Source: an optimization exercise on an open RTL-to-GDS flow (aim: small area, a short achievable clock period and few clock cycles). Production flows keep margins and buffers that such runs may drop. Function was not checked in any run shown here: the RTL went through the layout flow alone. Power and IR drop assume default switching activity.

File: flow/design.v
module fpdivsqrt (
    input  wire        clk,
    input  wire        rst_n,
    input  wire        in_valid,
    output wire        in_ready,
    input  wire        in_op,
    input  wire [1:0]  in_rnd,
    input  wire        in_ftz,
    input  wire        in_canon,
    input  wire [31:0] in_a,
    input  wire [31:0] in_b,
    output reg         out_valid,
    output reg  [31:0] out_result,
    output reg  [5:0]  out_flags
);
    function rnd_inc;
        input [1:0] mode;
        input       s, lsb, g, st;
        begin
            case (mode)
                2'd0: rnd_inc = g && (st || lsb);
                2'd1: rnd_inc = 1'b0;
                2'd2: rnd_inc = !s && (g || st);
                default: rnd_inc = s && (g || st);
            endcase
        end
    endfunction
    reg        rdy;
    assign in_ready = rdy;
    always @(posedge clk) rdy <= rst_n;
    wire        i_v = in_valid && rdy;
    wire        i_op = in_op, i_ftz = in_ftz, i_canon = in_canon;
    wire [1:0]  i_rnd = in_rnd;
    wire [31:0] i_a = in_a, i_b = in_b;
    wire        is_sqrt = i_op;
    wire        sa = i_a[31], sb = i_b[31];
    wire [7:0]  ea_f = i_a[30:23], eb_f = i_b[30:23];
    wire [22:0] fa = i_a[22:0], fb = i_b[22:0];
    wire a_nan  = (ea_f == 8'hFF) && (fa != 0);
    wire b_nan  = !is_sqrt && (eb_f == 8'hFF) && (fb != 0);
    wire a_snan = a_nan && !fa[22];
    wire b_snan = b_nan && !fb[22];
    wire a_inf  = (ea_f == 8'hFF) && (fa == 0);
    wire b_inf  = (eb_f == 8'hFF) && (fb == 0);
    wire a_sub  = (ea_f == 8'h00) && (fa != 0);
    wire b_sub  = !is_sqrt && (eb_f == 8'h00) && (fb != 0);
    wire a_zero = (ea_f == 8'h00) && ((fa == 0) || i_ftz);
    wire b_zero = (eb_f == 8'h00) && ((fb == 0) || i_ftz);
    wire den_in = i_ftz && (a_sub || b_sub);
    wire [23:0] ma = (ea_f == 0) ? {1'b0, fa} : {1'b1, fa};
    wire [23:0] mb = (eb_f == 0) ? {1'b0, fb} : {1'b1, fb};
    wire [7:0]  ea_e = (ea_f == 0) ? 8'd1 : ea_f;
    wire [7:0]  eb_e = (eb_f == 0) ? 8'd1 : eb_f;
    reg [4:0] lza, lzb;
    integer i;
    always @(*) begin
        lza = 5'd0;
        lzb = 5'd0;
        for (i = 0; i < 24; i = i + 1) begin
            if (ma[i]) lza = 5'd23 - i[4:0];
            if (mb[i]) lzb = 5'd23 - i[4:0];
        end
    end
    reg        sp_sel, sp_inv, sp_dz, sp_pb, sp_pz;
    reg [1:0]  sp_ss;
    reg [1:0]  sp_kind;
    always @(*) begin
        sp_sel  = 1'b1;
        sp_inv  = 1'b0;
        sp_dz   = 1'b0;
        sp_kind = 2'd0;
        sp_ss   = is_sqrt ? 2'd1 : 2'd3;
        sp_pb   = 1'b0;
        sp_pz   = 1'b1;
        if (a_nan || b_nan) begin
            sp_kind = 2'd2;
            sp_ss   = i_canon ? 2'd0 : (a_nan ? 2'd1 : 2'd2);
            sp_pb   = !a_nan;
            sp_pz   = i_canon;
            sp_inv  = a_snan || b_snan;
        end else if (is_sqrt) begin
            if (a_zero)      sp_kind = 2'd0;
            else if (sa)     begin sp_kind = 2'd2; sp_ss = 2'd0; sp_inv = 1'b1; end
            else if (a_inf)  sp_kind = 2'd1;
            else             sp_sel = 1'b0;
        end else begin
            if ((a_inf && b_inf) || (a_zero && b_zero)) begin
                sp_kind = 2'd2; sp_ss = 2'd0; sp_inv = 1'b1;
            end else if (a_inf)         sp_kind = 2'd1;
            else if (b_inf || a_zero)   sp_kind = 2'd0;
            else if (b_zero) begin
                sp_kind = 2'd1; sp_dz = 1'b1;
            end else                    sp_sel = 1'b0;
        end
    end
    reg        c_v, c_op, c_ftz, c_sel, c_sa, c_sb, c_pb, c_pz, c_den, c_dz, c_inv;
    reg [1:0]  c_ss;
    reg [1:0]  c_rnd, c_kind;
    reg [4:0]  c_lza, c_lzb;
    reg [7:0]  c_ea;
    reg [8:0]  c_ed;
    reg [23:0] c_ma, c_mb;
    always @(posedge clk) begin
        c_v    <= rst_n && i_v;
        c_op   <= i_op;
        c_rnd  <= i_rnd;
        c_ftz  <= i_ftz;
        c_sel  <= sp_sel;
        c_ss   <= sp_ss;
        c_sa   <= sa;
        c_sb   <= sb;
        c_pb   <= sp_pb;
        c_pz   <= sp_pz;
        c_kind <= sp_kind;
        c_den  <= den_in;
        c_dz   <= sp_dz;
        c_inv  <= sp_inv;
        c_lza  <= lza;
        c_lzb  <= lzb;
        c_ea   <= ea_e;
        c_ed   <= {1'b0, ea_e} - {1'b0, eb_e};
        c_ma   <= ma;
        c_mb   <= mb;
    end
    wire [23:0] na = c_ma << c_lza;
    wire [23:0] nb = c_mb << c_lzb;
    wire signed [10:0] xa = $signed({3'd0, c_ea}) - 11'sd127 - $signed({6'd0, c_lza});
    wire signed [10:0] xd = $signed({{2{c_ed[8]}}, c_ed})
                          - $signed({6'd0, c_lza}) + $signed({6'd0, c_lzb});
    wire signed [10:0] xq = c_op ? (xa >>> 1) : xd;
    wire [21:0] pay = c_pz ? 22'd0 : (c_pb ? c_mb[21:0] : c_ma[21:0]);
    reg        p_v, p_op, p_ftz, p_sel, p_sgn, p_odd;
    reg [1:0]  p_rnd;
    reg [9:0]  p_e;
    reg [22:0] p_na, p_d;
    always @(posedge clk) begin
        p_v   <= rst_n && c_v;
        p_op  <= c_op;
        p_rnd <= c_rnd;
        p_ftz <= c_ftz;
        p_sel <= c_sel;
        p_sgn <= (c_ss[0] & c_sa) ^ (c_ss[1] & c_sb);
        p_odd <= xa[0];
        p_e   <= c_sel ? {5'd0, c_kind, c_den, c_dz, c_inv} : xq[9:0];
        p_na  <= na[22:0];
        p_d   <= c_sel ? {1'b0, pay} : nb[22:0];
    end
    wire [24:0] s_d1   = {1'b0, 1'b1, p_na} - {1'b0, 1'b1, p_d};    
    wire [24:0] s_d2   = {1'b1, p_na, 1'b0} - {1'b0, 1'b1, p_d};    
    wire        a_lt_b = s_d1[24];
    wire [23:0] s_diff = a_lt_b ? s_d2[23:0] : s_d1[23:0];
    wire [25:0] r_div  = {s_diff, 2'b00};
    wire [25:0] r_sqrt = p_odd ? {(p_na[22] ? 2'b10 : 2'b01), p_na[21:0], 2'b00}
                               : {2'b00, p_na, 1'b0};
    wire [9:0]  p_em1  = p_e - 10'd1;
    reg        s0_v, s0_sq, s0_ftz, s0_sel, s0_sgn;
    reg [1:0]  s0_rnd;
    reg [9:0]  s0_e;
    reg [25:0] s0_nfr;
    reg [25:0] s0_r;
    always @(posedge clk) begin
        s0_v   <= rst_n && p_v;
        s0_sq  <= p_op && !p_sel;
        s0_rnd <= p_rnd;
        s0_ftz <= p_ftz;
        s0_sel <= p_sel;
        s0_sgn <= p_sgn;
        s0_e   <= (p_op || p_sel || !a_lt_b) ? p_e : p_em1;
        s0_nfr <= (p_op && !p_sel) ? {1'b0, {25{1'b1}}} : {1'b0, ~p_d, 2'b11};
        s0_r   <= p_op ? r_sqrt : r_div;
    end
    wire [25:0] nf1 = s0_nfr & ~{2'd0, s0_sq, 23'd0};
    wire [28:0] t1x = {1'b0, s0_r, 1'b0, 1'b1} + {2'b11, nf1, 1'b1};
    wire [27:0] t1 = t1x[28:1];
    wire        b1 = !t1[27];
    wire [25:0] r2 = b1 ? t1[25:0] : {s0_r[24:0], 1'b0};
    wire [25:0] nfr2 = s0_nfr & ~{1'd0, s0_sq & b1, 24'd0};
    reg        s1_v, s1_sq, s1_ftz, s1_sel, s1_sgn;
    reg [1:0]  s1_rnd;
    reg [25:0] s1_nfr;
    reg [8:0]  s1_e;
    reg [25:0] s1_r;
    reg [0:0] s1_q;
    always @(posedge clk) begin
        s1_v   <= rst_n && s0_v;
        s1_sq <= s0_sq;
        s1_rnd <= s0_rnd;
        s1_ftz <= s0_ftz;
        s1_sel <= s0_sel;
        s1_sgn <= s0_sgn;
        s1_e <= (s0_e[9:8] == 2'b10) ? 9'h100 : (s0_e[9:8] == 2'b01) ? 9'h0FF : s0_e[8:0];
        s1_nfr <= nfr2;
        s1_r <= r2;
        s1_q <= {b1};
    end
    wire [25:0] nf2 = s1_nfr & ~{3'd0, s1_sq, 22'd0};
    wire [28:0] t2x = {1'b0, s1_r, 1'b0, 1'b1} + {2'b11, nf2, 1'b1};
    wire [27:0] t2 = t2x[28:1];
    wire        b2 = !t2[27];
    wire [25:0] r3 = b2 ? t2[25:0] : {s1_r[24:0], 1'b0};
    wire [25:0] nfr3 = s1_nfr & ~{2'd0, s1_sq & b2, 23'd0};
    reg        s2_v, s2_sq, s2_ftz, s2_sel, s2_sgn;
    reg [1:0]  s2_rnd;
    reg [25:0] s2_nfr;
    reg [8:0]  s2_e;
    reg [25:0] s2_r;
    reg [1:0] s2_q;
    always @(posedge clk) begin
        s2_v   <= rst_n && s1_v;
        s2_sq <= s1_sq;
        s2_rnd <= s1_rnd;
        s2_ftz <= s1_ftz;
        s2_sel <= s1_sel;
        s2_sgn <= s1_sgn;
        s2_e <= s1_e;
        s2_nfr <= nfr3;
        s2_r <= r3;
        s2_q <= {s1_q, b2};
    end
    wire [25:0] nf3 = s2_nfr & ~{4'd0, s2_sq, 21'd0};
    wire [28:0] t3x = {1'b0, s2_r, 1'b0, 1'b1} + {2'b11, nf3, 1'b1};
    wire [27:0] t3 = t3x[28:1];
    wire        b3 = !t3[27];
    wire [25:0] r4 = b3 ? t3[25:0] : {s2_r[24:0], 1'b0};
    wire [25:0] nfr4 = s2_nfr & ~{3'd0, s2_sq & b3, 22'd0};
    reg        s3_v, s3_sq, s3_ftz, s3_sel, s3_sgn;
    reg [1:0]  s3_rnd;
    reg [25:0] s3_nfr;
    reg [8:0]  s3_e;
    reg [25:0] s3_r;
    reg [2:0] s3_q;
    always @(posedge clk) begin
        s3_v   <= rst_n && s2_v;
        s3_sq <= s2_sq;
        s3_rnd <= s2_rnd;
        s3_ftz <= s2_ftz;
        s3_sel <= s2_sel;
        s3_sgn <= s2_sgn;
        s3_e <= s2_e;
        s3_nfr <= nfr4;
        s3_r <= r4;
        s3_q <= {s2_q, b3};
    end
    wire [25:0] nf4 = s3_nfr & ~{5'd0, s3_sq, 20'd0};
    wire [28:0] t4x = {1'b0, s3_r, 1'b0, 1'b1} + {2'b11, nf4, 1'b1};
    wire [27:0] t4 = t4x[28:1];
    wire        b4 = !t4[27];
    wire [25:0] r5 = b4 ? t4[25:0] : {s3_r[24:0], 1'b0};
    wire [25:0] nfr5 = s3_nfr & ~{4'd0, s3_sq & b4, 21'd0};
    reg        s4_v, s4_sq, s4_ftz, s4_sel, s4_sgn;
    reg [1:0]  s4_rnd;
    reg [25:0] s4_nfr;
    reg [8:0]  s4_e;
    reg [25:0] s4_r;
    reg [3:0] s4_q;
    always @(posedge clk) begin
        s4_v   <= rst_n && s3_v;
        s4_sq <= s3_sq;
        s4_rnd <= s3_rnd;
        s4_ftz <= s3_ftz;
        s4_sel <= s3_sel;
        s4_sgn <= s3_sgn;
        s4_e <= s3_e;
        s4_nfr <= nfr5;
        s4_r <= r5;
        s4_q <= {s3_q, b4};
    end
    wire [25:0] nf5 = s4_nfr & ~{6'd0, s4_sq, 19'd0};
    wire [28:0] t5x = {1'b0, s4_r, 1'b0, 1'b1} + {2'b11, nf5, 1'b1};
    wire [27:0] t5 = t5x[28:1];
    wire        b5 = !t5[27];
    wire [25:0] r6 = b5 ? t5[25:0] : {s4_r[24:0], 1'b0};
    wire [25:0] nfr6 = s4_nfr & ~{5'd0, s4_sq & b5, 20'd0};
    reg        s5_v, s5_sq, s5_ftz, s5_sel, s5_sgn;
    reg [1:0]  s5_rnd;
    reg [25:0] s5_nfr;
    reg [8:0]  s5_e;
    reg [25:0] s5_r;
    reg [4:0] s5_q;
    always @(posedge clk) begin
        s5_v   <= rst_n && s4_v;
        s5_sq <= s4_sq;
        s5_rnd <= s4_rnd;
        s5_ftz <= s4_ftz;
        s5_sel <= s4_sel;
        s5_sgn <= s4_sgn;
        s5_e <= s4_e;
        s5_nfr <= nfr6;
        s5_r <= r6;
        s5_q <= {s4_q, b5};
    end
    wire [25:0] nf6 = s5_nfr & ~{7'd0, s5_sq, 18'd0};
    wire [28:0] t6x = {1'b0, s5_r, 1'b0, 1'b1} + {2'b11, nf6, 1'b1};
    wire [27:0] t6 = t6x[28:1];
    wire        b6 = !t6[27];
    wire [25:0] r7 = b6 ? t6[25:0] : {s5_r[24:0], 1'b0};
    wire [25:0] nfr7 = s5_nfr & ~{6'd0, s5_sq & b6, 19'd0};
    reg        s6_v, s6_sq, s6_ftz, s6_sel, s6_sgn;
    reg [1:0]  s6_rnd;
    reg [25:0] s6_nfr;
    reg [8:0]  s6_e;
    reg [25:0] s6_r;
    reg [5:0] s6_q;
    always @(posedge clk) begin
        s6_v   <= rst_n && s5_v;
        s6_sq <= s5_sq;
        s6_rnd <= s5_rnd;
        s6_ftz <= s5_ftz;
        s6_sel <= s5_sel;
        s6_sgn <= s5_sgn;
        s6_e <= s5_e;
        s6_nfr <= nfr7;
        s6_r <= r7;
        s6_q <= {s5_q, b6};
    end
    wire [25:0] nf7 = s6_nfr & ~{8'd0, s6_sq, 17'd0};
    wire [28:0] t7x = {1'b0, s6_r, 1'b0, 1'b1} + {2'b11, nf7, 1'b1};
    wire [27:0] t7 = t7x[28:1];
    wire        b7 = !t7[27];
    wire [25:0] r8 = b7 ? t7[25:0] : {s6_r[24:0], 1'b0};
    wire [25:0] nfr8 = s6_nfr & ~{7'd0, s6_sq & b7, 18'd0};
    reg        s7_v, s7_sq, s7_ftz, s7_sel, s7_sgn;
    reg [1:0]  s7_rnd;
    reg [25:0] s7_nfr;
    reg [8:0]  s7_e;
    reg [25:0] s7_r;
    reg [6:0] s7_q;
    always @(posedge clk) begin
        s7_v   <= rst_n && s6_v;
        s7_sq <= s6_sq;
        s7_rnd <= s6_rnd;
        s7_ftz <= s6_ftz;
        s7_sel <= s6_sel;
        s7_sgn <= s6_sgn;
        s7_e <= s6_e;
        s7_nfr <= nfr8;
        s7_r <= r8;
        s7_q <= {s6_q, b7};
    end
    wire [25:0] nf8 = s7_nfr & ~{9'd0, s7_sq, 16'd0};
    wire [28:0] t8x = {1'b0, s7_r, 1'b0, 1'b1} + {2'b11, nf8, 1'b1};
    wire [27:0] t8 = t8x[28:1];
    wire        b8 = !t8[27];
    wire [25:0] r9 = b8 ? t8[25:0] : {s7_r[24:0], 1'b0};
    wire [25:0] nfr9 = s7_nfr & ~{8'd0, s7_sq & b8, 17'd0};
    reg        s8_v, s8_sq, s8_ftz, s8_sel, s8_sgn;
    reg [1:0]  s8_rnd;
    reg [25:0] s8_nfr;
    reg [8:0]  s8_e;
    reg [25:0] s8_r;
    reg [7:0] s8_q;
    always @(posedge clk) begin
        s8_v   <= rst_n && s7_v;
        s8_sq <= s7_sq;
        s8_rnd <= s7_rnd;
        s8_ftz <= s7_ftz;
        s8_sel <= s7_sel;
        s8_sgn <= s7_sgn;
        s8_e <= s7_e;
        s8_nfr <= nfr9;
        s8_r <= r9;
        s8_q <= {s7_q, b8};
    end
    wire [25:0] nf9 = s8_nfr & ~{10'd0, s8_sq, 15'd0};
    wire [28:0] t9x = {1'b0, s8_r, 1'b0, 1'b1} + {2'b11, nf9, 1'b1};
    wire [27:0] t9 = t9x[28:1];
    wire        b9 = !t9[27];
    wire [25:0] r10 = b9 ? t9[25:0] : {s8_r[24:0], 1'b0};
    wire [25:0] nfr10 = s8_nfr & ~{9'd0, s8_sq & b9, 16'd0};
    reg        s9_v, s9_sq, s9_ftz, s9_sel, s9_sgn;
    reg [1:0]  s9_rnd;
    reg [25:0] s9_nfr;
    reg [8:0]  s9_e;
    reg [25:0] s9_r;
    reg [8:0] s9_q;
    always @(posedge clk) begin
        s9_v   <= rst_n && s8_v;
        s9_sq <= s8_sq;
        s9_rnd <= s8_rnd;
        s9_ftz <= s8_ftz;
        s9_sel <= s8_sel;
        s9_sgn <= s8_sgn;
        s9_e <= s8_e;
        s9_nfr <= nfr10;
        s9_r <= r10;
        s9_q <= {s8_q, b9};
    end
    wire [25:0] nf10 = s9_nfr & ~{11'd0, s9_sq, 14'd0};
    wire [28:0] t10x = {1'b0, s9_r, 1'b0, 1'b1} + {2'b11, nf10, 1'b1};
    wire [27:0] t10 = t10x[28:1];
    wire        b10 = !t10[27];
    wire [25:0] r11 = b10 ? t10[25:0] : {s9_r[24:0], 1'b0};
    wire [25:0] nfr11 = s9_nfr & ~{10'd0, s9_sq & b10, 15'd0};
    reg        s10_v, s10_sq, s10_ftz, s10_sel, s10_sgn;
    reg [1:0]  s10_rnd;
    reg [25:0] s10_nfr;
    reg [8:0]  s10_e;
    reg [25:0] s10_r;
    reg [9:0] s10_q;
    always @(posedge clk) begin
        s10_v   <= rst_n && s9_v;
        s10_sq <= s9_sq;
        s10_rnd <= s9_rnd;
        s10_ftz <= s9_ftz;
        s10_sel <= s9_sel;
        s10_sgn <= s9_sgn;
        s10_e <= s9_e;
        s10_nfr <= nfr11;
        s10_r <= r11;
        s10_q <= {s9_q, b10};
    end
    wire [25:0] nf11 = s10_nfr & ~{12'd0, s10_sq, 13'd0};
    wire [28:0] t11x = {1'b0, s10_r, 1'b0, 1'b1} + {2'b11, nf11, 1'b1};
    wire [27:0] t11 = t11x[28:1];
    wire        b11 = !t11[27];
    wire [25:0] r12 = b11 ? t11[25:0] : {s10_r[24:0], 1'b0};
    wire [25:0] nfr12 = s10_nfr & ~{11'd0, s10_sq & b11, 14'd0};
    reg        s11_v, s11_sq, s11_ftz, s11_sel, s11_sgn;
    reg [1:0]  s11_rnd;
    reg [25:0] s11_nfr;
    reg [8:0]  s11_e;
    reg [25:0] s11_r;
    reg [10:0] s11_q;
    always @(posedge clk) begin
        s11_v   <= rst_n && s10_v;
        s11_sq <= s10_sq;
        s11_rnd <= s10_rnd;
        s11_ftz <= s10_ftz;
        s11_sel <= s10_sel;
        s11_sgn <= s10_sgn;
        s11_e <= s10_e;
        s11_nfr <= nfr12;
        s11_r <= r12;
        s11_q <= {s10_q, b11};
    end
    wire [25:0] nf12 = s11_nfr & ~{13'd0, s11_sq, 12'd0};
    wire [28:0] t12x = {1'b0, s11_r, 1'b0, 1'b1} + {2'b11, nf12, 1'b1};
    wire [27:0] t12 = t12x[28:1];
    wire        b12 = !t12[27];
    wire [25:0] r13 = b12 ? t12[25:0] : {s11_r[24:0], 1'b0};
    wire [25:0] nfr13 = s11_nfr & ~{12'd0, s11_sq & b12, 13'd0};
    reg        s12_v, s12_sq, s12_ftz, s12_sel, s12_sgn;
    reg [1:0]  s12_rnd;
    reg [25:0] s12_nfr;
    reg [8:0]  s12_e;
    reg [25:0] s12_r;
    reg [11:0] s12_q;
    always @(posedge clk) begin
        s12_v   <= rst_n && s11_v;
        s12_sq <= s11_sq;
        s12_rnd <= s11_rnd;
        s12_ftz <= s11_ftz;
        s12_sel <= s11_sel;
        s12_sgn <= s11_sgn;
        s12_e <= s11_e;
        s12_nfr <= nfr13;
        s12_r <= r13;
        s12_q <= {s11_q, b12};
    end
    wire [25:0] nf13 = s12_nfr & ~{14'd0, s12_sq, 11'd0};
    wire [28:0] t13x = {1'b0, s12_r, 1'b0, 1'b1} + {2'b11, nf13, 1'b1};
    wire [27:0] t13 = t13x[28:1];
    wire        b13 = !t13[27];
    wire [25:0] r14 = b13 ? t13[25:0] : {s12_r[24:0], 1'b0};
    wire [25:0] nfr14 = s12_nfr & ~{13'd0, s12_sq & b13, 12'd0};
    reg        s13_v, s13_sq, s13_ftz, s13_sel, s13_sgn;
    reg [1:0]  s13_rnd;
    reg [25:0] s13_nfr;
    reg [8:0]  s13_e;
    reg [25:0] s13_r;
    reg [12:0] s13_q;
    always @(posedge clk) begin
        s13_v   <= rst_n && s12_v;
        s13_sq <= s12_sq;
        s13_rnd <= s12_rnd;
        s13_ftz <= s12_ftz;
        s13_sel <= s12_sel;
        s13_sgn <= s12_sgn;
        s13_e <= s12_e;
        s13_nfr <= nfr14;
        s13_r <= r14;
        s13_q <= {s12_q, b13};
    end
    wire [25:0] nf14 = s13_nfr & ~{15'd0, s13_sq, 10'd0};
    wire [28:0] t14x = {1'b0, s13_r, 1'b0, 1'b1} + {2'b11, nf14, 1'b1};
    wire [27:0] t14 = t14x[28:1];
    wire        b14 = !t14[27];
    wire [25:0] r15 = b14 ? t14[25:0] : {s13_r[24:0], 1'b0};
    wire [25:0] nfr15 = s13_nfr & ~{14'd0, s13_sq & b14, 11'd0};
    reg        s14_v, s14_sq, s14_ftz, s14_sel, s14_sgn;
    reg [1:0]  s14_rnd;
    reg [25:0] s14_nfr;
    reg [8:0]  s14_e;
    reg [25:0] s14_r;
    reg [13:0] s14_q;
    always @(posedge clk) begin
        s14_v   <= rst_n && s13_v;
        s14_sq <= s13_sq;
        s14_rnd <= s13_rnd;
        s14_ftz <= s13_ftz;
        s14_sel <= s13_sel;
        s14_sgn <= s13_sgn;
        s14_e <= s13_e;
        s14_nfr <= nfr15;
        s14_r <= r15;
        s14_q <= {s13_q, b14};
    end
    wire [25:0] nf15 = s14_nfr & ~{16'd0, s14_sq, 9'd0};
    wire [28:0] t15x = {1'b0, s14_r, 1'b0, 1'b1} + {2'b11, nf15, 1'b1};
    wire [27:0] t15 = t15x[28:1];
    wire        b15 = !t15[27];
    wire [25:0] r16 = b15 ? t15[25:0] : {s14_r[24:0], 1'b0};
    wire [25:0] nfr16 = s14_nfr & ~{15'd0, s14_sq & b15, 10'd0};
    reg        s15_v, s15_sq, s15_ftz, s15_sel, s15_sgn;
    reg [1:0]  s15_rnd;
    reg [25:0] s15_nfr;
    reg [8:0]  s15_e;
    reg [25:0] s15_r;
    reg [14:0] s15_q;
    always @(posedge clk) begin
        s15_v   <= rst_n && s14_v;
        s15_sq <= s14_sq;
        s15_rnd <= s14_rnd;
        s15_ftz <= s14_ftz;
        s15_sel <= s14_sel;
        s15_sgn <= s14_sgn;
        s15_e <= s14_e;
        s15_nfr <= nfr16;
        s15_r <= r16;
        s15_q <= {s14_q, b15};
    end
    wire [25:0] nf16 = s15_nfr & ~{17'd0, s15_sq, 8'd0};
    wire [28:0] t16x = {1'b0, s15_r, 1'b0, 1'b1} + {2'b11, nf16, 1'b1};
    wire [27:0] t16 = t16x[28:1];
    wire        b16 = !t16[27];
    wire [25:0] r17 = b16 ? t16[25:0] : {s15_r[24:0], 1'b0};
    wire [25:0] nfr17 = s15_nfr & ~{16'd0, s15_sq & b16, 9'd0};
    reg        s16_v, s16_sq, s16_ftz, s16_sel, s16_sgn;
    reg [1:0]  s16_rnd;
    reg [25:0] s16_nfr;
    reg [8:0]  s16_e;
    reg [25:0] s16_r;
    reg [15:0] s16_q;
    always @(posedge clk) begin
        s16_v   <= rst_n && s15_v;
        s16_sq <= s15_sq;
        s16_rnd <= s15_rnd;
        s16_ftz <= s15_ftz;
        s16_sel <= s15_sel;
        s16_sgn <= s15_sgn;
        s16_e <= s15_e;
        s16_nfr <= nfr17;
        s16_r <= r17;
        s16_q <= {s15_q, b16};
    end
    wire [25:0] nf17 = s16_nfr & ~{18'd0, s16_sq, 7'd0};
    wire [28:0] t17x = {1'b0, s16_r, 1'b0, 1'b1} + {2'b11, nf17, 1'b1};
    wire [27:0] t17 = t17x[28:1];
    wire        b17 = !t17[27];
    wire [25:0] r18 = b17 ? t17[25:0] : {s16_r[24:0], 1'b0};
    wire [25:0] nfr18 = s16_nfr & ~{17'd0, s16_sq & b17, 8'd0};
    reg        s17_v, s17_sq, s17_ftz, s17_sel, s17_sgn;
    reg [1:0]  s17_rnd;
    reg [25:0] s17_nfr;
    reg [8:0]  s17_e;
    reg [25:0] s17_r;
    reg [16:0] s17_q;
    always @(posedge clk) begin
        s17_v   <= rst_n && s16_v;
        s17_sq <= s16_sq;
        s17_rnd <= s16_rnd;
        s17_ftz <= s16_ftz;
        s17_sel <= s16_sel;
        s17_sgn <= s16_sgn;
        s17_e <= s16_e;
        s17_nfr <= nfr18;
        s17_r <= r18;
        s17_q <= {s16_q, b17};
    end
    wire [25:0] nf18 = s17_nfr & ~{19'd0, s17_sq, 6'd0};
    wire [28:0] t18x = {1'b0, s17_r, 1'b0, 1'b1} + {2'b11, nf18, 1'b1};
    wire [27:0] t18 = t18x[28:1];
    wire        b18 = !t18[27];
    wire [25:0] r19 = b18 ? t18[25:0] : {s17_r[24:0], 1'b0};
    wire [25:0] nfr19 = s17_nfr & ~{18'd0, s17_sq & b18, 7'd0};
    reg        s18_v, s18_sq, s18_ftz, s18_sel, s18_sgn;
    reg [1:0]  s18_rnd;
    reg [25:0] s18_nfr;
    reg [8:0]  s18_e;
    reg [25:0] s18_r;
    reg [17:0] s18_q;
    always @(posedge clk) begin
        s18_v   <= rst_n && s17_v;
        s18_sq <= s17_sq;
        s18_rnd <= s17_rnd;
        s18_ftz <= s17_ftz;
        s18_sel <= s17_sel;
        s18_sgn <= s17_sgn;
        s18_e <= s17_e;
        s18_nfr <= nfr19;
        s18_r <= r19;
        s18_q <= {s17_q, b18};
    end
    wire [25:0] nf19 = s18_nfr & ~{20'd0, s18_sq, 5'd0};
    wire [28:0] t19x = {1'b0, s18_r, 1'b0, 1'b1} + {2'b11, nf19, 1'b1};
    wire [27:0] t19 = t19x[28:1];
    wire        b19 = !t19[27];
    wire [25:0] r20 = b19 ? t19[25:0] : {s18_r[24:0], 1'b0};
    wire [25:0] nfr20 = s18_nfr & ~{19'd0, s18_sq & b19, 6'd0};
    reg        s19_v, s19_sq, s19_ftz, s19_sel, s19_sgn;
    reg [1:0]  s19_rnd;
    reg [25:0] s19_nfr;
    reg [8:0]  s19_e;
    reg [25:0] s19_r;
    reg [18:0] s19_q;
    always @(posedge clk) begin
        s19_v   <= rst_n && s18_v;
        s19_sq <= s18_sq;
        s19_rnd <= s18_rnd;
        s19_ftz <= s18_ftz;
        s19_sel <= s18_sel;
        s19_sgn <= s18_sgn;
        s19_e <= s18_e;
        s19_nfr <= nfr20;
        s19_r <= r20;
        s19_q <= {s18_q, b19};
    end
    wire [25:0] nf20 = s19_nfr & ~{21'd0, s19_sq, 4'd0};
    wire [28:0] t20x = {1'b0, s19_r, 1'b0, 1'b1} + {2'b11, nf20, 1'b1};
    wire [27:0] t20 = t20x[28:1];
    wire        b20 = !t20[27];
    wire [25:0] r21 = b20 ? t20[25:0] : {s19_r[24:0], 1'b0};
    wire [25:0] nfr21 = s19_nfr & ~{20'd0, s19_sq & b20, 5'd0};
    reg        s20_v, s20_sq, s20_ftz, s20_sel, s20_sgn;
    reg [1:0]  s20_rnd;
    reg [25:0] s20_nfr;
    reg [8:0]  s20_e;
    reg [25:0] s20_r;
    reg [19:0] s20_q;
    always @(posedge clk) begin
        s20_v   <= rst_n && s19_v;
        s20_sq <= s19_sq;
        s20_rnd <= s19_rnd;
        s20_ftz <= s19_ftz;
        s20_sel <= s19_sel;
        s20_sgn <= s19_sgn;
        s20_e <= s19_e;
        s20_nfr <= nfr21;
        s20_r <= r21;
        s20_q <= {s19_q, b20};
    end
    wire [25:0] nf21 = s20_nfr & ~{22'd0, s20_sq, 3'd0};
    wire [28:0] t21x = {1'b0, s20_r, 1'b0, 1'b1} + {2'b11, nf21, 1'b1};
    wire [27:0] t21 = t21x[28:1];
    wire        b21 = !t21[27];
    wire [25:0] r22 = b21 ? t21[25:0] : {s20_r[24:0], 1'b0};
    wire [25:0] nfr22 = s20_nfr & ~{21'd0, s20_sq & b21, 4'd0};
    reg        s21_v, s21_sq, s21_ftz, s21_sel, s21_sgn;
    reg [1:0]  s21_rnd;
    reg [25:0] s21_nfr;
    reg [8:0]  s21_e;
    reg [25:0] s21_r;
    reg [20:0] s21_q;
    always @(posedge clk) begin
        s21_v   <= rst_n && s20_v;
        s21_sq <= s20_sq;
        s21_rnd <= s20_rnd;
        s21_ftz <= s20_ftz;
        s21_sel <= s20_sel;
        s21_sgn <= s20_sgn;
        s21_e <= s20_e;
        s21_nfr <= nfr22;
        s21_r <= r22;
        s21_q <= {s20_q, b21};
    end
    wire [25:0] nf22 = s21_nfr & ~{23'd0, s21_sq, 2'd0};
    wire [28:0] t22x = {1'b0, s21_r, 1'b0, 1'b1} + {2'b11, nf22, 1'b1};
    wire [27:0] t22 = t22x[28:1];
    wire        b22 = !t22[27];
    wire [25:0] r23 = b22 ? t22[25:0] : {s21_r[24:0], 1'b0};
    wire [25:0] nfr23 = s21_nfr & ~{22'd0, s21_sq & b22, 3'd0};
    reg        s22_v, s22_sq, s22_ftz, s22_sel, s22_sgn;
    reg [1:0]  s22_rnd;
    reg [25:0] s22_nfr;
    reg [8:0]  s22_e;
    reg [25:0] s22_r;
    reg [21:0] s22_q;
    always @(posedge clk) begin
        s22_v   <= rst_n && s21_v;
        s22_sq <= s21_sq;
        s22_rnd <= s21_rnd;
        s22_ftz <= s21_ftz;
        s22_sel <= s21_sel;
        s22_sgn <= s21_sgn;
        s22_e <= s21_e;
        s22_nfr <= nfr23;
        s22_r <= r23;
        s22_q <= {s21_q, b22};
    end
    wire [25:0] nf23 = s22_nfr & ~{24'd0, s22_sq, 1'd0};
    wire [28:0] t23x = {1'b0, s22_r, 1'b0, 1'b1} + {2'b11, nf23, 1'b1};
    wire [27:0] t23 = t23x[28:1];
    wire        b23 = !t23[27];
    wire [25:0] r24 = b23 ? t23[25:0] : {s22_r[24:0], 1'b0};
    wire [25:0] nfr24 = s22_nfr & ~{23'd0, s22_sq & b23, 2'd0};
    reg        s23_v, s23_sq, s23_ftz, s23_sel, s23_sgn;
    reg [1:0]  s23_rnd;
    reg [25:0] s23_nfr;
    reg [8:0]  s23_e;
    reg [25:0] s23_r;
    reg [22:0] s23_q;
    always @(posedge clk) begin
        s23_v   <= rst_n && s22_v;
        s23_sq <= s22_sq;
        s23_rnd <= s22_rnd;
        s23_ftz <= s22_ftz;
        s23_sel <= s22_sel;
        s23_sgn <= s22_sgn;
        s23_e <= s22_e;
        s23_nfr <= nfr24;
        s23_r <= r24;
        s23_q <= {s22_q, b23};
    end
    wire [25:0] nf24    = s23_nfr & ~{25'd0, s23_sq};
    wire [28:0] t24x    = {1'b0, s23_r, 1'b0, 1'b1} + {2'b11, nf24, 1'b1};
    wire        g24     = !t24x[28];     
    wire        stk     = g24 ? ({s23_r, 1'b0} != {1'b0, ~nf24}) : (s23_r != 26'd0);
    wire signed [12:0] e_unb = {{4{s23_e[8]}}, s23_e};
    wire        m_sub   = (e_unb < -13'sd126);
    wire        m_m127  = (e_unb == -13'sd127);
    wire signed [12:0] dsh_raw = -13'sd126 - e_unb;
    wire [4:0]  m_dsh   = (dsh_raw > 13'sd26) ? 5'd26 : dsh_raw[4:0];
    wire [12:0] e_bias  = e_unb + 13'sd127;
    wire [23:0] n_mant  = {1'b1, s23_q};
    wire        n_ones  = (s23_q == 23'h7F_FFFF);
    wire        inc24   = rnd_inc(s23_rnd, s23_sgn, n_mant[0], g24, stk);
    wire        carry24 = inc24 && n_ones;
    wire        tiny    = m_sub && !(m_m127 && carry24);
    wire [51:0] dm      = {n_mant, 28'd0} >> m_dsh;
    wire [23:0] d_mant  = dm[51:28];
    wire        d_guard = (m_dsh == 5'd0) ? g24 : dm[27];
    wire        d_stk   = (dm[26:0] != 27'd0) || stk || ((m_dsh != 5'd0) && g24);
    reg        u_v, u_ftz, u_sel, u_sgn, u_tiny, u_sub, u_guard, u_stk, u_ovf0, u_ovf1, u_ones;
    reg [1:0]  u_rnd;
    reg [7:0]  u_eb;
    reg [23:0] u_mant;
    always @(posedge clk) begin
        u_v     <= rst_n && s23_v;
        u_ftz   <= s23_ftz;
        u_rnd   <= s23_rnd;
        u_sel   <= s23_sel;
        u_sgn   <= s23_sgn;
        u_tiny  <= tiny;
        u_sub   <= m_sub;
        u_guard <= m_sub ? d_guard : g24;
        u_stk   <= m_sub ? d_stk   : stk;
        u_mant  <= s23_sel ? {s23_e[4:3], ~s23_nfr[23:2]} : (m_sub ? d_mant : n_mant);
        u_eb    <= s23_sel ? {5'd0, s23_e[2:0]} : e_bias[7:0];
        u_ovf0  <= (e_bias[8:0] >= 9'd255);
        u_ovf1  <= (e_bias[8:0] >= 9'd254);
        u_ones  <= n_ones && !m_sub;    
    end
    wire         inexact = u_guard || u_stk;
    wire         inc     = rnd_inc(u_rnd, u_sgn, u_mant[0], u_guard, u_stk);
    wire [24:0]  m_inc   = {1'b0, u_mant} + 25'd1;
    wire [24:0]  r_mant  = inc ? m_inc : {1'b0, u_mant};
    wire         cy      = inc && u_ones;    
    wire [7:0]   eb_inc  = u_eb + 8'd1;
    wire [7:0]   e_b     = u_sub ? {7'd0, r_mant[23]} : (cy ? eb_inc : u_eb);
    wire [22:0]  frac    = cy ? 23'd0 : r_mant[22:0];
    wire         ovf     = !u_sub && (cy ? u_ovf1 : u_ovf0);
    wire         to_max  = (u_rnd == 2'd1) || (u_rnd == 2'd3 && !u_sgn) || (u_rnd == 2'd2 && u_sgn);
    reg [31:0] res;
    reg [5:0]  flg;    
    always @(*) begin
        flg = 6'd0;
        if (u_sel) begin
            case (u_mant[23:22])
                2'd0:    res = {u_sgn, 31'd0};
                2'd1:    res = {u_sgn, 8'hFF, 23'd0};
                default: res = {u_sgn, 8'hFF, 1'b1, u_mant[21:0]};
            endcase
            flg[5] = u_eb[2];
            flg[1] = u_eb[1];
            flg[0] = u_eb[0];
        end else if (u_ftz && u_tiny) begin
            res = {u_sgn, 31'd0};
            flg[4:3] = 2'b11;
            flg[5] = 1'b1;
        end else if (ovf) begin
            res = to_max ? {u_sgn, 8'hFE, 23'h7F_FFFF} : {u_sgn, 8'hFF, 23'd0};
            flg[4] = 1'b1;
            flg[2] = 1'b1;
        end else begin
            res = {u_sgn, e_b, frac};
            flg[4] = inexact;
            flg[3] = u_tiny && inexact;
        end
    end
    always @(posedge clk) begin
        out_valid  <= rst_n && u_v;
        out_result <= res;
        out_flags  <= flg;
    end
endmodule
File: flow/flow/run.sh
#!/bin/bash
set -euo pipefail
bash standard.sh SETUP_SLACK_MARGIN=6.6 "BUFFER_PORTS_ARGS=-buffer_cell sky130_fd_sc_hd__buf_4" > standard.log 2>&1
File: flow/standard.sh
#!/bin/bash
# synth_recipe.tcl (not shown) runs the flow's synth.tcl, then flattens the netlist and writes it again
# the make line also repeats each setting of config.mk as NAME=value (left out here)
make -C /OpenROAD-flow-scripts/flow DESIGN_CONFIG=/design/flow/config.mk WORK_HOME=/design/flow/orfs CLKGATE_MAP_FILE= SYNTH_SCRIPT=/design/flow/synth_recipe.tcl "${@:-finish}"
File: flow/config.mk
export PLATFORM = sky130hd
export DESIGN_NAME = fpdivsqrt
export DESIGN_NICKNAME = fpdivsqrt
export VERILOG_FILES = /design/flow/design.v
export SDC_FILE = /design/flow/constraint.sdc
export NUM_CORES = 4
export LEC_CHECK = 0
export CAP_MARGIN = 50
export CORE_MARGIN = 2
export CORE_UTILIZATION = 40
export CTS_CLUSTER_DIAMETER = 100
export CTS_CLUSTER_SIZE = 30
export SLEW_MARGIN = 70
export TNS_END_PERCENT = 100
File: flow/constraint.sdc
create_clock -name core_clock -period 10.0 [get_ports {clk}]
set_input_delay 2.0000 -clock core_clock [delete_from_list [all_inputs] [get_ports {clk}]]
set_output_delay 2.0000 -clock core_clock [all_outputs]
set_load 0.01 [all_outputs]
==> results of run 1 <==
power by group through the flow:
| stage | clock network [mW] | logic, mW | registers (mW) |
|---|---|---|---|
| 2_1_floorplan | 0 | 13.1 | 12.1 |
| 3_3_place_gp | 0 | 15.9 | 12.8 |
| 3_5_place_dp | 0 | 16.7 | 12.8 |
| 4_1_cts | 4.32 | 18.8 | 12.6 |
| 5_1_grt | 4.59 | 22.7 | 13.0 |
| 6_report | 4.15 | 20.6 | 12.7 |
routing by layer:
layer  up-vias  GRT usage, %  share of wire, %
met5         -             0                 0
met4         0          3.65               2.2
met3       246          1.97               2.8
met2       796          30.4                48
met1     27600          23.1                47
li1      28900             -                 -
cells by family after synthesis:
logic type                 after synthesis  share of synthesized area, %
muxes                                  372                          5.07
and+or+nand+nor                       2009                          11.7
DFF                                   2030                          49.9
AOI/OAI and AO/OA                     1984                          15.4
adders and majority gates              649                          10.2
xor gates and xnor gates               495                          5.33
buffers and inverters                  490                          2.35
critical path, cell delays in order, from the launching register on:
cell	delay [ns]
dfxtp_4	0.37
buf_12	0.14
ha_4	0.14
buf_6	0.14
a31oi_1	0.09
or3_4	0.41
a311oi_4	0.37
buf_12	0.17
buf_12	0.13
nor2_4	0.05
buf_4	0.16
a311oi_2	0.39
o21ai_2	0.14
mux2_4	0.31
nor4_4	0.31
a41oi_2	0.15
a2bb2oi_1	0.15
synth_stat cells (15+ instances only):
master / instances
nand3_1: 113
a311oi_1: 21
a21o_1: 154
mux2i_1: 136
nor2_1: 612
xor2_1: 210
ha_1: 610
o31a_1: 31
and4_1: 15
o21ai_0: 483
buf_2: 32
dfxtp_1: 2030
o21bai_1: 54
fa_1: 31
and2_1: 82
o31ai_1: 44
clkbuf_1: 150
nor4_1: 49
o21a_1: 95
nor2b_1: 130
a2111oi_0: 16
or2_2: 35
a21boi_0: 44
a31o_2: 18
o22ai_1: 27
a31oi_1: 53
inv_1: 278
a211oi_1: 92
a211o_1: 19
nand2b_1: 119
or3_1: 44
xnor2_1: 284
o211ai_1: 32
a21oi_1: 622
nor3_1: 182
o41ai_1: 17
mux2_2: 226
nand4_1: 36
and3_1: 58
a221oi_1: 15
buf_1: 15
nand2_1: 494
final timing paths:
path | end | slack, ns | cells past startpoint
worst max-delay path | u_stk | 6.29 | 16
worst min-delay path | s23_q[18] | 0.31 | 0
worst min register to register | s23_q[18] | 0.31 | 0
worst max register to register | u_stk | 6.29 | 16
timing repair:
item,4_1_cts,5_1_grt
setup buffers,112,99
pin swaps,128,203
gates resized for setup,373,414
cloned,24,22
endpoints found under the setup margin,393,444
area by class of cell:
type                       count  area, µm²  area share [%]
sequential                  2030      40700            43.0
multi-input combinational   5511      42400            44.8
inverter                     284       1110            1.17
clock buffer                  87       2080            2.20
clock inverter                23        375           0.396
timing repair buffer         435       4670            4.93
antenna                        3       7.51         0.00793
tap                         2672       3340            3.53
metrics by stage:
stage / cells / area, µm² / power (mW) / setup slack [ns]
CTS: 10900 / 91900 / 35.7 / 6.25
global placement: 10600 / 85300 / 28.7 / 4.80
finish: 11000 / 94700 / 37.4 / 6.29
detailed placement: 10700 / 86300 / 29.5 / 5.09
floorplan: 8029 / 81700 / 25.2 / 6.21
global route: 11000 / 94700 / 40.2 / 6.13
==> flow_summary.toml, run 1 <==
[outcome]
outcome = "complete, no violations"

[cts]
clk-insertion-delay-late_ns = 0.79
htreeDepth = 3
cts_buffers = 82
numClockSinks = 2030
clockBufferDepth = 3
cts_tree = "built"
clkTransAtPathRegs_ns = 0.12
hold_buffers = 0
root_buffer = "clkbuf_16"

[floorplanning]
start_util_pct = 40.3
dieArea_um2 = 207000
ios = 112
core_um2 = 202000
die_height_um = 455
die_width_um = 455
row_count = 165

[synth]
synth.distinct_cells = 96
synthArstFlopShare_pct = 0
synth_edf_count = 0
yosysWarnings = 1
ys_top_cells_by_area = "dfxtp_1 50%, ha_1 9.4%, a21oi_1 3.8%"
ys_ff_latch = 2030
synth_area_leader_cell = "dfxtp_1"
syn_inst = 8029
syn_area_um2 = 81500
synth_flop_cell = "dfxtp_1"
synth_top_area_share_pct = 49.9
yosysSeqAreaShare_pct = 49.9
synthesis.nets = 8742
syn_avg_cell_area_um2 = 10.1

[sta]
fin_crit_sh_pct = 37.1
maxSlewHeadroom_pct = 66.0
final_hold_viol_count = 0
fin_setup_tns_ns = 0
finClkSkew_ns = 0.0592
slew_viol_final = 0
worst_slew_pin_slew_ns = 0.506
finalSetupViolCount = 0
rsz0062_at_grt = "true"
fin_hold_ws_ns = 0.315
fmax_mhz = 270
min_period_ns = 3.71

[power_and_ir_drop]
p_seq_share_pct = 33.9
clkPwrFrac_pct = 11.1
p_comb_share_pct = 55.1
sw_frac_of_total_pct = 39.9
p_leak_nw = 39.3
power_density_nw_per_um2 = 395
ir_drop_mv = 0.196
p_switching_mw = 14.9
power.internal_mw = 22.5

[grt]
grt_overflow = 0
grt_usage_pct = 17.4
grt_max_degree = 46
grt_pass1_vias = 56800
grt_pass1_wl_mm = 298
antenna_found_initial = 2

[setup_path]
cp.arrival_ns = 4.37
crit_required_ns = 10.66
start_kind = "flop"
crit_fanout = 10
reg2reg_from = "s23_e[0]"
crit_path_end_kind = "flop"
cp-startpoint = "s23_e[0]"
critical_path_class = "flop to flop"

[run]
max_cap_violations = 0

[finish]
most-common-layout-cells = "1967 x dfxtp_1, 579 x ha_1, 577 x nor2_1, 565 x a21oi_1, 431 x nand2_1"
final_common_cell = "dfxtp_1"
area_delta_synth_final_pct = 16.3
drive_above_1_share_pct = 17.0
largestRegisters = "out_result (32), s0_r (25), s23_r (25)"
final_util_pct = 46.8
top_register = "out_result"
fillCellCount = 18600
largest_reg_flops = 32
final_nets = 9057

[placement]
portBuffers = 111
hpwl_mm = 135
place.gp.congestion = 0.846

[min_path]
hold_path.startpoint = "s22_q[17]"
min_path_type = "flop to flop"

[routing]
drc = 0
ant_nets = 0
firstDrtPassIters = 7
viasPerCell = 5.21
routedWlPerCell_um = 17.3
vias = 57500
wirelength_mm = 191
drtIter0Drc = 2816
==> inputs of run 2 (changes only) <==
--- a/flow/design.v
+++ b/flow/design.v
@@ -706,7 +706,12 @@
     reg        s23_v, s23_sq, s23_ftz, s23_sel, s23_sgn;
     reg [1:0]  s23_rnd;
     reg [25:0] s23_nfr;
-    reg [8:0]  s23_e;
+    wire signed [12:0] e_unb = {{4{s22_e[8]}}, s22_e};
+    wire signed [12:0] dsh_raw = -13'sd126 - e_unb;
+    wire [12:0] e_bias  = e_unb + 13'sd127;
+    reg        s23_sub, s23_m127;
+    reg [4:0]  s23_dsh;
+    reg [8:0]  s23_eb;
     reg [25:0] s23_r;
     reg [22:0] s23_q;
     always @(posedge clk) begin
@@ -716,7 +721,10 @@
         s23_ftz <= s22_ftz;
         s23_sel <= s22_sel;
         s23_sgn <= s22_sgn;
-        s23_e <= s22_e;
+        s23_sub  <= (e_unb < -13'sd126);
+        s23_m127 <= (e_unb == -13'sd127);
+        s23_dsh  <= (dsh_raw > 13'sd26) ? 5'd26 : dsh_raw[4:0];
+        s23_eb   <= s22_sel ? {4'd0, s22_e[4:0]} : e_bias[8:0];
         s23_nfr <= nfr24;
         s23_r <= r24;
         s23_q <= {s22_q, b23};
@@ -725,12 +733,9 @@
     wire [28:0] t24x    = {1'b0, s23_r, 1'b0, 1'b1} + {2'b11, nf24, 1'b1};
     wire        g24     = !t24x[28];     
     wire        stk     = g24 ? ({s23_r, 1'b0} != {1'b0, ~nf24}) : (s23_r != 26'd0);
-    wire signed [12:0] e_unb = {{4{s23_e[8]}}, s23_e};
-    wire        m_sub   = (e_unb < -13'sd126);
-    wire        m_m127  = (e_unb == -13'sd127);
-    wire signed [12:0] dsh_raw = -13'sd126 - e_unb;
-    wire [4:0]  m_dsh   = (dsh_raw > 13'sd26) ? 5'd26 : dsh_raw[4:0];
-    wire [12:0] e_bias  = e_unb + 13'sd127;
+    wire        m_sub   = s23_sub;
+    wire        m_m127  = s23_m127;
+    wire [4:0]  m_dsh   = s23_dsh;
     wire [23:0] n_mant  = {1'b1, s23_q};
     wire        n_ones  = (s23_q == 23'h7F_FFFF);
     wire        inc24   = rnd_inc(s23_rnd, s23_sgn, n_mant[0], g24, stk);
@@ -754,10 +759,10 @@
         u_sub   <= m_sub;
         u_guard <= m_sub ? d_guard : g24;
         u_stk   <= m_sub ? d_stk   : stk;
-        u_mant  <= s23_sel ? {s23_e[4:3], ~s23_nfr[23:2]} : (m_sub ? d_mant : n_mant);
-        u_eb    <= s23_sel ? {5'd0, s23_e[2:0]} : e_bias[7:0];
-        u_ovf0  <= (e_bias[8:0] >= 9'd255);
-        u_ovf1  <= (e_bias[8:0] >= 9'd254);
+        u_mant  <= s23_sel ? {s23_eb[4:3], ~s23_nfr[23:2]} : (m_sub ? d_mant : n_mant);
+        u_eb    <= s23_sel ? {5'd0, s23_eb[2:0]} : s23_eb[7:0];
+        u_ovf0  <= (s23_eb >= 9'd255);
+        u_ovf1  <= (s23_eb >= 9'd254);
         u_ones  <= n_ones && !m_sub;    
     end
     wire         inexact = u_guard || u_stk;
==> flow_summary.toml, run 2 <==
[grt]
grt_pass1_vias = 55200
antenna_found_initial = 4
grt_overflow = 0
grt_max_degree = 52
grt_pass1_wl_mm = 288
grt_usage_pct = 16.5

[synth]
ys_top_cells_by_area = "dfxtp_1 49%, ha_1 9.2%, mux2_2 4.1%"
syn_area_um2 = 82500
yosysMostFrequentCell = "dfxtp_1"
syn_inst = 8016
synth_edf_count = 0
synth_flop_cell = "dfxtp_1"
yosysWarnings = 1
synthesis.nets = 8728
synth_commonest_cells = "2037 x dfxtp_1, 609 x ha_1, 591 x a21oi_1"
synthArstFlopShare_pct = 0
yosysSeqAreaShare_pct = 49.4
synth.distinct_cells = 99
synth_top_area_share_pct = 49.4
ys_ff_latch = 2037
syn_avg_cell_area_um2 = 10.3
synth_area_leader_cell = "dfxtp_1"

[min_path]
hold_path.startpoint = "s20_q[9]"
worstHoldEndpoint = "s21_q[10]"
worstHoldPathCells = 0
min_path_type = "flop to flop"

[sta]
slew_viol_final = 0
fin_crit_sh_pct = 34.4
final_hold_viol_count = 0
min_period_ns = 3.44
finClkSkew_ns = 0.0863
rsz0062_at_grt = "true"
fin_hold_ws_ns = 0.325
finalSetupViolCount = 0
worst_slew_pin_slew_ns = 0.485
fin_setup_tns_ns = 0
fmax_mhz = 290
worst_slack_ns = 6.56
maxSlewHeadroom_pct = 67.4

[routing]
routedWlPerCell_um = 16.6
drtIter0Drc = 3503
drc = 0
wirelength_mm = 181
vias = 56400
ant_nets = 0
firstDrtPassIters = 6
viasPerCell = 5.17

[floorplanning]
core_um2 = 205000
die_width_um = 458
die_height_um = 458
start_util_pct = 40.3
row_count = 166
ios = 112
dieArea_um2 = 210000

[placement]
place.gp.congestion = 0.876
pre_cts_ws_ns = 5.49
hpwl_mm = 136
dp.cells = 10700
portBuffers = 111

[finish]
multi_input_area_um2 = 41300
most-common-layout-cells = "1998 x dfxtp_1, 590 x ha_1, 575 x a21oi_1, 512 x nand2_1, 495 x nor2_1"
regArea_um2 = 40800
fillCellCount = 19200
fin_cells = 10900
largestRegisters = "out_result (32), s0_r (25), s23_r (25)"
drive_above_1_share_pct = 12.6
largest_reg_flops = 32
area_delta_synth_final_pct = 11.6
final_nets = 8908
final_common_cell = "dfxtp_1"
top_register = "out_result"

[run]
max_cap_violations = 0

[cts]
cts_buffers = 87
hold_buffers = 0
clockBufferDepth = 3
clkTransAtPathRegs_ns = 0.11
root_buffer = "clkbuf_16"
clk-insertion-delay-late_ns = 0.79
htreeDepth = 3
numClockSinks = 2037
cts_tree = "built"

[setup_path]
reg2reg_from = "s8_r[2]"
r2r_cells = 12
regToRegEndpoint = "s9_r[6]"
critical_path_class = "primary input to flop"
reg2reg_slack_ns = 6.67
crit_required_ns = 10.69
crit_fanout = 4
crit_path_end_kind = "flop"
cp.arrival_ns = 4.13
start_kind = "primary input"

[power_and_ir_drop]
power_density_nw_per_um2 = 384
p_leak_nw = 38.4
ir_drop_mv = 0.168

[outcome]
outcome = "complete, no violations"
==> run 2: power by group <==
| part | switching (mW) | total (mW) | internal (mW) |
|---|---|---|---|
| Sequential | 1.62 | 12.6 | 11.0 |
| Clock | 2.64 | 4.41 | 1.77 |
| Combinational | 9.44 | 18.3 | 8.81 |
| Total | 13.7 | 35.3 | 21.6 |
==> run 2: layout make-up <==
cell class | instances | share of cell area [%]
multi-input combinational | 5497 | 44.8
sequential | 2037 | 44.4
clock buffer | 90 | 2.39
antenna | 1 | 0.00272
clock inverter | 34 | 0.654
tap | 2688 | 3.65
timing repair buffer | 275 | 2.87
inverter | 298 | 1.24
==> run 2: routing by layer <==
layer,vias up,share of wire [%],GRT usage [%]
met5,-,0.013,0
met4,4,2.2,4.48
met3,201,4.0,2.14
met2,935,46,27.6
met1,26600,48,22.4
li1,28700,-,-
==> run 2: worst max-delay path by stage <==
stage / startpoint / end
detailed placement: in_a[27] / c_ed[8]
finish: in_a[27] / c_ed[8]
floorplan: in_a[27] / c_ed[8]
global route: in_a[27] / c_ed[8]
global placement: in_a[27] / c_ed[8]
CTS: in_a[30] / c_ea[0]
==> run 2: critical path, cell delays in order <==
cell	delay (ns)
buf_8	0.10
nor4_4	0.27
buf_4	0.20
nand2_4	0.07
nand2b_4	0.11
inv_4	0.04
ha_4	0.16
fa_2	0.34
nor2b_1	0.12
o21ai_1	0.07
nand2b_1	0.09
buf_6	0.12
a21o_1	0.11
a21o_1	0.14
a21o_1	0.12
a21oi_1	0.05
==> run 2: logic make-up (layout without fill, tap and decap cells) <==
family,after synthesis,count (layout),synth area share (%)
AOI/OAI and AO/OA,1938,1940,14.9
xor gates and xnor gates,502,502,5.33
adders and majority gates,648,648,10.1
buffers and inverters,485,697,2.33
DFF,2037,2037,49.4
muxes,484,484,6.69
other,0,1,0
and+or+nand+nor,1922,1923,11.2
==> run 2: repair_timing <==
action / CTS / global route
pin swaps: 25 / 75
endpoints found under the setup margin: 224 / 347
resized for setup: 70 / 187
buffers inserted: 35 / 64
gates cloned: 3 / 13
==> run 2: per-stage QoR <==
stage	util (%)	instance area [µm²]	power, mW
floorplan	-	82600	25.6
global placement	42.1	86300	28.9
detailed placement	42.4	86900	29.6
CTS	44.1	90400	34.5
global route	45.0	92100	38.2
finish	45.0	92100	35.3
==> inputs of run 3 (changes only) <==
--- a/flow/design.v
+++ b/flow/design.v
@@ -47,20 +47,21 @@
     wire a_zero = (ea_f == 8'h00) && ((fa == 0) || i_ftz);
     wire b_zero = (eb_f == 8'h00) && ((fb == 0) || i_ftz);
     wire den_in = i_ftz && (a_sub || b_sub);
-    wire [23:0] ma = (ea_f == 0) ? {1'b0, fa} : {1'b1, fa};
-    wire [23:0] mb = (eb_f == 0) ? {1'b0, fb} : {1'b1, fb};
-    wire [7:0]  ea_e = (ea_f == 0) ? 8'd1 : ea_f;
-    wire [7:0]  eb_e = (eb_f == 0) ? 8'd1 : eb_f;
-    reg [4:0] lza, lzb;
+    wire        a_ez = (ea_f == 8'h00), b_ez = (eb_f == 8'h00);
+    wire [23:0] ma = a_ez ? {fa, 1'b0} : {1'b1, fa};
+    wire [23:0] mb = b_ez ? {fb, 1'b0} : {1'b1, fb};
+    reg [4:0] lfa, lfb;
     integer i;
     always @(*) begin
-        lza = 5'd0;
-        lzb = 5'd0;
-        for (i = 0; i < 24; i = i + 1) begin
-            if (ma[i]) lza = 5'd23 - i[4:0];
-            if (mb[i]) lzb = 5'd23 - i[4:0];
+        lfa = 5'd0;
+        lfb = 5'd0;
+        for (i = 0; i < 23; i = i + 1) begin
+            if (fa[i]) lfa = 5'd22 - i[4:0];
+            if (fb[i]) lfb = 5'd22 - i[4:0];
         end
     end
+    wire [4:0]  lza = a_ez ? lfa : 5'd0;
+    wire [4:0]  lzb = b_ez ? lfb : 5'd0;
     reg        sp_sel, sp_inv, sp_dz, sp_pb, sp_pz;
     reg [1:0]  sp_ss;
     reg [1:0]  sp_kind;
@@ -117,8 +118,8 @@
         c_inv  <= sp_inv;
         c_lza  <= lza;
         c_lzb  <= lzb;
-        c_ea   <= ea_e;
-        c_ed   <= {1'b0, ea_e} - {1'b0, eb_e};
+        c_ea   <= ea_f;
+        c_ed   <= {1'b0, ea_f} - {1'b0, eb_f};
         c_ma   <= ma;
         c_mb   <= mb;
     end
==> flow_summary.toml, run 3 <==
[grt]
grt_pass1_wl_mm = 291
antenna_found_initial = 8
grt_use_met1_pct = 22.7
grt_use_met2_pct = 27.7
busiest_layer = "met2"
grt_max_degree = 51
grt_overflow = 0
grt_pass1_vias = 55100
grtUsageMet3_pct = 1.85
grt_usage_pct = 16.7

[power_and_ir_drop]
total_power_mw = 35.1
p_comb_share_pct = 50.9
clkPwrFrac_pct = 12.8
power_density_nw_per_um2 = 383
sw_frac_of_total_pct = 39.7
p_seq_share_pct = 36.3
p_leak_nw = 38.1
p_switching_mw = 14.0
power.internal_mw = 21.2
ir_drop_mv = 0.174

[finish]
most-common-layout-cells = "2010 x dfxtp_1, 633 x a21oi_1, 601 x ha_1, 593 x nor2_1, 506 x nand2_1"
largest_reg_flops = 32
fin_cells = 11000
drive_above_1_share_pct = 11.5
area_delta_synth_final_pct = 10.9
final_common_cell = "dfxtp_1"
fillCellCount = 19300
final_nets = 8986
largestRegisters = "out_result (32), s0_r (25), s23_r (25)"
final_util_pct = 44.7
top_register = "out_result"

[synth]
syn_area_um2 = 82800
syn_avg_cell_area_um2 = 10.2
synth.distinct_cells = 102
synth_flop_cell = "dfxtp_1"
synth_edf_count = 0
ys_ff_latch = 2037
synth_top_area_share_pct = 49.3
yosysMostFrequentCell = "dfxtp_1"
syn_inst = 8153
yosysWarnings = 1
synthesis.nets = 8865
synthArstFlopShare_pct = 0
ys_top_cells_by_area = "dfxtp_1 49%, ha_1 9.2%, a21oi_1 4.0%"
yosysSeqAreaShare_pct = 49.3
synth_area_leader_cell = "dfxtp_1"
synth_commonest_cells = "2037 x dfxtp_1, 662 x a21oi_1, 609 x ha_1"

[placement]
dp.cells = 10800
hpwl_mm = 138
place.gp.congestion = 0.870
portBuffers = 111
pre_cts_ws_ns = 5.83

[cts]
clkTransAtPathRegs_ns = 0.11
cts_buffers = 89
cts_tree = "built"
clockBufferDepth = 3
root_buffer = "clkbuf_16"
hold_buffers = 0
clk-insertion-delay-late_ns = 0.79
numClockSinks = 2037
htreeDepth = 3

[routing]
drc = 0
vias = 56900
ant_nets = 0
firstDrtPassIters = 7
wirelength_mm = 184
drtIter0Drc = 3344
routedWlPerCell_um = 16.7
viasPerCell = 5.16

[sta]
fin_setup_tns_ns = 0
min_period_ns = 3.33
worst_slack_ns = 6.67
worst_slew_pin_slew_ns = 0.498
fin_crit_sh_pct = 33.3
slew_viol_final = 0
finalSetupViolCount = 0
maxSlewHeadroom_pct = 66.5
rsz0062_at_grt = "true"
finClkSkew_ns = 0.0545
fmax_mhz = 300
final_hold_viol_count = 0

[min_path]
min_path_type = "flop to flop"

[outcome]
outcome = "complete, no violations"

[floorplanning]
die_width_um = 459
ios = 112
dieArea_um2 = 211000
die_height_um = 459
core_um2 = 205000
start_util_pct = 40.3
row_count = 166

[setup_path]
cp.arrival_ns = 4.00
crit_required_ns = 10.66
crit_fanout = 22
critical_path_class = "flop to flop"
start_kind = "flop"
crit_path_end_kind = "flop"

[run]
max_cap_violations = 0
==> run 3: changes by cell type in the layout (fill, tap and decap cells not counted), moves of 23 or more <==
cell | previous run | this run
o21ai_0 | 402 | 442
diode_2 | 1 | 37
a21oi_1 | 575 | 633
xnor2_1 | 325 | 301
and3_1 | 69 | 46
buf_4 | 202 | 171
nor2_1 | 495 | 593
nand3_1 | 133 | 96
inv_1 | 286 | 312
mux2_4 | 24 | 0
==> run 3: layer usage <==
layer / up-vias / wire length, µm / part of all wire [%]
met5: - / 0 / 0
met4: 0 / 4890 / 2.7
met3: 215 / 6110 / 3.3
met2: 899 / 83800 / 46
met1: 26700 / 89300 / 49
li1: 29100 / - / -
==> run 3: worst max-delay path, stage by stage, from the launching register on <==
cell,delay [ns]
dfxtp_1,0.35
ha_1,0.34
o21a_1,0.20
or2_0,0.22
nor2b_1,0.14
a221o_1,0.42
a2111oi_4,0.34
nor3_2,0.13
a41oi_2,0.32
a211o_4,0.22
buf_12,0.15
inv_2,0.07
mux2_1,0.30
==> run 3: final cells by class <==
class                           instances  area (µm²)  share of cell area (%)
Antenna cell                           37        92.6                   0.101
Clock buffer                           94        2270                    2.47
Clock inverter                         38         661                   0.720
Inverter                              325        1240                    1.36
Multi-Input combinational cell       5605       41400                    45.1
Sequential cell                      2037       40800                    44.5
Tap cell                             2688        3360                    3.67
Timing Repair Buffer                  216        1940                    2.11
==> run 3: cells by family (layout without fill, tap and decap cells) <==
group                    Yosys count  in the layout  synth area share, %
AO/OA/AOI/OAI                   2062           2065                 15.6
flip-flops                      2037           2037                 49.3
AND/OR/NAND/NOR                 1941           1941                 11.1
adder cells (fa/ha/maj)          649            649                 10.1
buffers and inverters            514            673                 2.45
XOR/XNOR                         494            494                 5.23
multiplexers                     456            456                 6.21
other                              0             37                    0
==> run 3: power by group through the flow <==
stage                     sequential (mW)  clock, mW  combinational (mW)
after floorplan                      12.1          0                13.4
after global routing                 13.1       5.01                20.0
final                                12.7       4.51                17.9
after detailed placement             12.9          0                16.7
after CTS                            12.8       4.74                17.1
after global placement               12.9          0                16.1
==> run 3: worst paths after layout <==
kind	cells after the start	end	from	slack [ns]
setup reg to reg	12	s11_r[18]	s10_r[5]	6.67
hold / removal	0	s12_q[9]	s11_q[8]	0.30
setup / recovery	12	s11_r[18]	s10_r[5]	6.67
hold reg to reg	0	s12_q[9]	s11_q[8]	0.30
==> run 3: stage by stage <==
stage	instance area, µm²	hold WS [ns]
global route	91800	0.303
floorplan	82800	0.310
global placement	86500	0.310
CTS	90500	0.298
finish	91800	0.300
detailed placement	87100	0.312
==> run 3: timing repair <==
action / 4_1_cts / 5_1_grt
resized for setup: 76 / 115
endpoints found under the setup margin: 175 / 310
cloned: 2 / 7
pin swaps: 17 / 44
setup buffers: 11 / 35
endpoints found under the hold margin: 0 / 0

-- re-timing with driven ports --
The results above use ideal ports. As a check the final layouts listed here were re-extracted and re-timed, cells and wires unchanged.
Step 1 assumes that a clkbuf_16 drives the clock port and a buf_2 every other input.
Step 2, shift: input delay + t, output delay - t, t = (earliest + latest rising clock arrival at the registers) / 2. This alone moves slack from input paths to output paths.
Three values: ideal, step 1, step 2; two values: the first two.
| run | shift t [ns] | setup slack, ns | worst hold slack (ns) | clock arrival spread, ns |
|---|---|---|---|---|
| run 1 | 0.840 | 6.294 / 6.294 / 5.899 | 0.315 / 0.315 / 0.315 | 0.063 / 0.063 |
| run 2 | 0.829 | 6.556 / 6.598 / 5.769 | 0.325 / 0.325 / 0.325 | 0.088 / 0.089 |
| run 3 | 0.852 | 6.668 / 6.662 / 5.898 | 0.300 / 0.300 / 0.300 | 0.062 / 0.062 |
After both steps every run listed still meets setup and hold. For run 2, which loses most, drivers alone change the setup slack by +0.042 ns; drivers and shift together by -0.787 ns.
